Context: an optimization exercise on an open-source flow, tuned for small area, a short achievable clock period and few clock cycles. The choices shown serve that exercise and are no tape-out recipe. The RTL was checked by simulation tests, not by an equivalence proof against the original design. Power figures rest on the tool's default switching activity, not on a simulated workload.

Design ang_track, start of the top module:
module ang_track (
    input  wire        clk,
    input  wire        rst,             
    input  wire        load,
    input  wire [63:0] load_angle,
    input  wire [63:0] load_speed,
    input  wire [47:0] load_t,
    input  wire [15:0] load_k,
    input  wire [15:0] cfg_ppr,
    input  wire [3:0]  cfg_kp,
    input  wire [3:0]  cfg_ks,
    input  wire        cmd_valid,
    output wire        cmd_ready,
    input  wire        cmd_epoch,       
    input  wire [47:0] cmd_t,
    output reg         res_valid,
    output wire [63:0] res_angle,
    output wire [31:0] res_speed
);
For scale: about 8000 cells after synthesis, ~370 I/O pins, ~68000 µm² of cells after synthesis.
make LEC_CHECK=0 CAP_MARGIN=20 CORE_MARGIN=2 CORE_UTILIZATION=40 SETUP_SLACK_MARGIN=5 SLEW_MARGIN=20 finish   # period 10.0 ns
run.sh (not shown) runs the stock make flow with config.mk's settings and CLKGATE_MAP_FILE= SYNTH_SCRIPT=/design/flow/synth_recipe.tcl, a recipe that flattens the netlist after the stock synthesis.
The baseline produced a clean layout.
Testbench counts at the start, summed over its fixed seeds: cycles 93,561.
Edit:
--- a/flow/design.v
+++ b/flow/design.v
@@ -36,17 +36,18 @@
     reg        t_shift;     
     reg        t_upd;       
     reg        t_sks;       
     reg        t_cmp;       
     reg        p_div;       
     reg        th_done;     
     reg        p_done;      
+    reg        op_diff;     
+    reg        op_sub;      
     reg        ep;
     reg        rsel;        
-    reg        gt;          
     reg [47:0] dt;          
     reg [79:0] acc;         
     reg [4:0]  mi;          
     reg        b_neg, b_m1, b_m2, b_m3, b_m4;   
     reg [65:0] s3;          
     reg [64:0] qd;          
     reg [47:0] rm;          
@@ -58,15 +59,15 @@
     reg [47:0] qm;          
     reg [4:0]  sn;          
     reg        sd_busy;
     reg [3:0]  sc;          
     reg        lt_r, eq_r;  
     wire fin = st_run && (th_done || t_cmp) && (p_done || op_sub);
     assign cmd_ready = st_idle || (fin && !st_sub) || (t_pred && ep);
-    assign res_angle = rsel ? (gt ? acc[79:16] : pub) : theta;
+    assign res_angle = rsel ? pub : theta;
     assign res_speed = spd[47:16];
     wire ld_ok  = st_idle || st_pset || st_pdiv;
     wire accept = cmd_valid && cmd_ready && !load;
     wire [16:0] k1     = {1'b0, k} + 17'd1;
     wire        wrap   = !(k1 < {1'b0, ppr});
     wire [15:0] kn     = wrap ? 16'd0 : k1[15:0];
     wire [15:0] bn     = wrap ? bhi + 16'd1 : bhi;
@@ -141,15 +142,14 @@
             end
         end
     end
     wire [3:0]  fsel   = st_set ? fset : fnext;
     wire [4:0]  fdec   = bdec(fsel);
     wire        fneg   = fsel[3] && !(fsel[2] && fsel[1] && fsel[0]);
     wire        mul1   = (dt[47:2] == 46'd0);    
-    reg  op_diff, op_sub;
     wire [63:0] c_x    = spd ^ qd[63:0] ^ ~acc[79:16];
     wire [63:0] c_y    = {(spd[62:0] & qd[62:0]) | (spd[62:0] & ~acc[78:16]) |
                           (qd[62:0] & ~acc[78:16]), 1'b0};
     wire [65:0] b_mag  = ({66{b_m1}} & {2'b00, spd}) | ({66{b_m2}} & {1'b0, spd, 1'b0}) |
                          ({66{b_m3}} & s3)           | ({66{b_m4}} & {spd, 2'b00});
     wire [79:0] b_term = {14'd0, b_mag} ^ {80{b_neg}};
     wire [63:0] meas   = {bhi, qm};
@@ -233,16 +233,14 @@
                     eq_r <= eq_r && (d_q[0] == spd[dp[3:0] - 4'd1]);
                 end else
                     qd <= {qd[64], qd[61:0], d_q};
                 if (!st_set && dp == 6'd1)
                     dv_fin <= 1'b1;
             end
         end
-        if (res_valid && rsel && gt)
-            pub <= acc[79:16];
         res_valid <= 1'b0;
         if (st_sub) begin
             dt     <= s_hi[47:0];               
             if (!ep)
                 tt <= dt;
             rm     <= 48'd0;
             lt_r   <= 1'b0;
@@ -358,15 +356,16 @@
             end
             if (sc == 4'd4 || sc == 4'd1) begin
                 t_sks   <= 1'b0;
                 th_done <= 1'b1;
             end
         end
         if (t_cmp) begin
-            gt      <= (acc[79:16] >= pub);
+            if (acc[79:16] >= pub)
+                pub <= acc[79:16];
             t_cmp   <= 1'b0;
             th_done <= 1'b1;
         end
         if (op_sub) begin
             spd    <= s_hi;
             p_div  <= 1'b0;
             p_done <= 1'b1;
Outcome: Register-to-register slack hardly moves. Worst setup slack hardly moves. Non-clock buffer count falls by 25. Power decreases slightly. Hold slack barely changes. Area after synthesis goes down slightly. Sequential share of layout area grows by 0.49 points. Combinational power hardly moves. Core utilization shrinks by 0.17 points. Routed wire length decreases by a few percent. Clock power decreases by a little under a tenth. Design area came out lower by a few percent.
Testbench counts after the change, summed over its fixed seeds: cycles 93,561.

separate check: timing with driven ports:
No port has a modelled driver above. Below, the same layouts with a new extraction and two added sets of constraints.
Step 1, drivers: a clkbuf_16 drives clk and a buf_2 each remaining input, both assumed.
Step 2 adds t to the input delays and takes it off the output delays; t is the mean of the earliest and latest rising clock arrival at the registers after step 1. Input paths then give back, and output paths get back, about the clock's delay inside the block.
a / b / c = no drivers / after step 1 / after step 2; a / b = the first two.
| run | t, ns | setup WS [ns] | worst setup path after step 2 | slew at the worst register clock pin (ns) | cell pins on the clock port's net |
|---|---|---|---|---|---|
| the first run | 0.827 | 4.761 / 4.761 / 4.343 | input to register | 0.07 / 0.07 | 1 |
| the second run | 0.833 | 4.762 / 4.762 / 4.603 | input to register | 0.07 / 0.07 | 1 |
After both steps every run listed still meets setup and hold. The setup slack of the first run, which loses most, moves by 0.000 ns with the drivers and by -0.418 ns with both steps.
